Source: an optimization exercise on an open RTL-to-GDS flow (aim: small area, a short achievable clock period and few clock cycles). Production flows keep margins and buffers that such runs may drop.
Function was checked by simulation only, so behaviour that the tests miss may differ from the original.

==> flow/design.v (excerpt) <==
module slv_mvblk (
    input  wire        clk,
    input  wire        rst,
    input  wire        in_valid,
    output wire        in_ready,
    input  wire [31:0] in_data,
    output reg         out_valid,
    input  wire        out_ready,
    output reg  [31:0] out_data,
    output reg         out_sat,
    output reg         out_last
);
For scale: ~6,000 cells after synthesis, about 1,000 flip-flops, about 72 I/O pins, about 60,000 µm² of cells after synthesis.
==> flow/config.mk <==
export PLATFORM = sky130hd
export DESIGN_NAME = slv_mvblk
export DESIGN_NICKNAME = slv_mvblk
export VERILOG_FILES = /design/flow/design.v
export SDC_FILE = /design/flow/constraint.sdc
export NUM_CORES = 4
export LEC_CHECK = 0
export CAP_MARGIN = 20
export CORE_MARGIN = 2
export CORE_UTILIZATION = 60
export SLEW_MARGIN = 20
==> flow/constraint.sdc <==
create_clock -name core_clock -period 18.0 [get_ports {clk}]
set_input_delay 3.6000 -clock core_clock [delete_from_list [all_inputs] [get_ports {clk}]]
set_output_delay 3.6000 -clock core_clock [all_outputs]
set_load 0.01 [all_outputs]
standard.sh (not shown) runs the stock make flow with config.mk's settings and CLKGATE_MAP_FILE= SYNTH_SCRIPT=/design/flow/synth_recipe.tcl, a recipe that flattens the netlist after the stock synthesis.
==> flow/flow/run.sh <==
#!/bin/bash
# Standard layout (the standard.sh, unchanged synthesis), with changes only
# to how it is optimised:
#  - ports are buffered with buf_4 instead of the default delay-type buffer;
#  - repair_timing (after CTS and after global routing) aims for extra setup
#    margin and may change cell footprints, so the resizer also speeds up
#    paths that already meet the 18 ns clock.
# The clock period, the SDC and every other setting are the standard flow's.
set -euo pipefail
bash standard.sh "BUFFER_PORTS_ARGS=-buffer_cell sky130_fd_sc_hd__buf_4" \
    SETUP_SLACK_MARGIN=13.2 MATCH_CELL_FOOTPRINT=0 finish > standard_flow.log 2>&1
The baseline completed with no timing, DRC or antenna violations.
Testbench counts at the start, summed over its fixed seeds: cycles 52,498.
Edit:
--- a/flow/design.v
+++ b/flow/design.v
@@ -105,13 +105,15 @@
         for (i = 0; i < 15; i = i + 1)
             xr[i] <= xr[i + 1];
         xr[15] <= t_x ? {d0[31:1], d0[0] | fx0} : xr[0];
     end
     wire [31:0] ma = {d0[31:1], d0[0] | fx0};
     wire [31:0] mx = xr[0];
-    wire        mneg = ma[31] ^ mx[31];
+    reg         mneg;            
+    always @(posedge clk)
+        mneg <= in_data[31] ^ xr[1][31];
     wire [63:0] mk;
     wire [62:0] mb;
     genvar gj;
     generate
         for (gj = 0; gj < 64; gj = gj + 1) begin : g_mk
             assign mk[gj] = thi[gj / 8] | (ohi[gj / 8] & tlo[gj % 8]);
@@ -2274,13 +2276,14 @@
     end
     reg [81:0] acc;
     reg        rsat;
     reg  [3:0] pcol, prow;
     reg  [5:0] kh_row;
     reg        afl;
-    wire [81:0] acc_in = (pcol == 4'd0) ? 82'd0 : acc;
+    reg         pfirst;          
+    wire [81:0] acc_in = pfirst ? 82'd0 : acc;
     wire [81:0] sum;
     wire [81:0] pr_x = {pr[80], pr};
     wire [81:0] sum_g0 = acc_in & pr_x;
     wire [81:0] sum_p0 = acc_in ^ pr_x;
     wire sum_G1 = sum_g0[1] | (sum_p0[1] & sum_g0[0]);
     wire sum_P1 = sum_p0[1] & sum_p0[0];
@@ -2676,17 +2679,19 @@
     wire        a_lo   = acc[81] && !(acc[80] && acc[79] && (acc[78:0] != 79'd0));
     wire [81:0] accc   = a_hi ? {3'b000, {79{1'b1}}} :
                          a_lo ? {3'b111, 78'd0, 1'b1} : acc;
     always @(posedge clk) begin
         if (rst) begin
             pcol     <= 4'd0;
+            pfirst   <= 1'b1;
             prow     <= 4'd0;
             acc_full <= 1'b0;
         end else begin
             if (add_now) begin
-                pcol <= pcol + 4'd1;
+                pcol   <= pcol + 4'd1;
+                pfirst <= (pcol == 4'd15);
                 if (pcol == 4'd15)
                     prow <= prow + 4'd1;
             end
             if (add_now && pcol == 4'd15)
                 acc_full <= 1'b1;
             else if (hload)
Hold slack gains 3.0 ps. Area after synthesis came out higher by about 0.37%. Clock skew went down by 12 ps. Core utilization shrinks by 0.49 points. Routed wire length fell by about 1.1%. Die area rose by 0.36%.
Testbench counts after the change, summed over its fixed seeds: cycles 52,498.

-- static timing again, ports no longer ideal --
Ports are ideal in the flow. The routed layouts listed here were re-timed in OpenROAD. Step 1 assumes that a clkbuf_16 drives the clock port and a buf_2 every other input. Step 2, shift: input delay + t, output delay - t, t = (earliest + latest rising clock arrival at the registers) / 2. This alone moves slack from input paths to output paths. Slacks: ideal / step 1 / step 2; pairs: ideal / step 1.
| run | t, ns | setup WS [ns] | worst slew at a driven data input, ns | cell pins on the clock port's net |
|---|---|---|---|---|
| the first run | 0.774 | 13.126 / 13.055 / 12.840 | 0.04 | 1 |
| the second run | 0.760 | 13.145 / 13.071 / 12.980 | 0.03 | 1 |
After both steps every run listed still meets setup and hold. The setup slack of the first run, which loses most, moves by -0.071 ns with the drivers and by -0.286 ns with both steps.
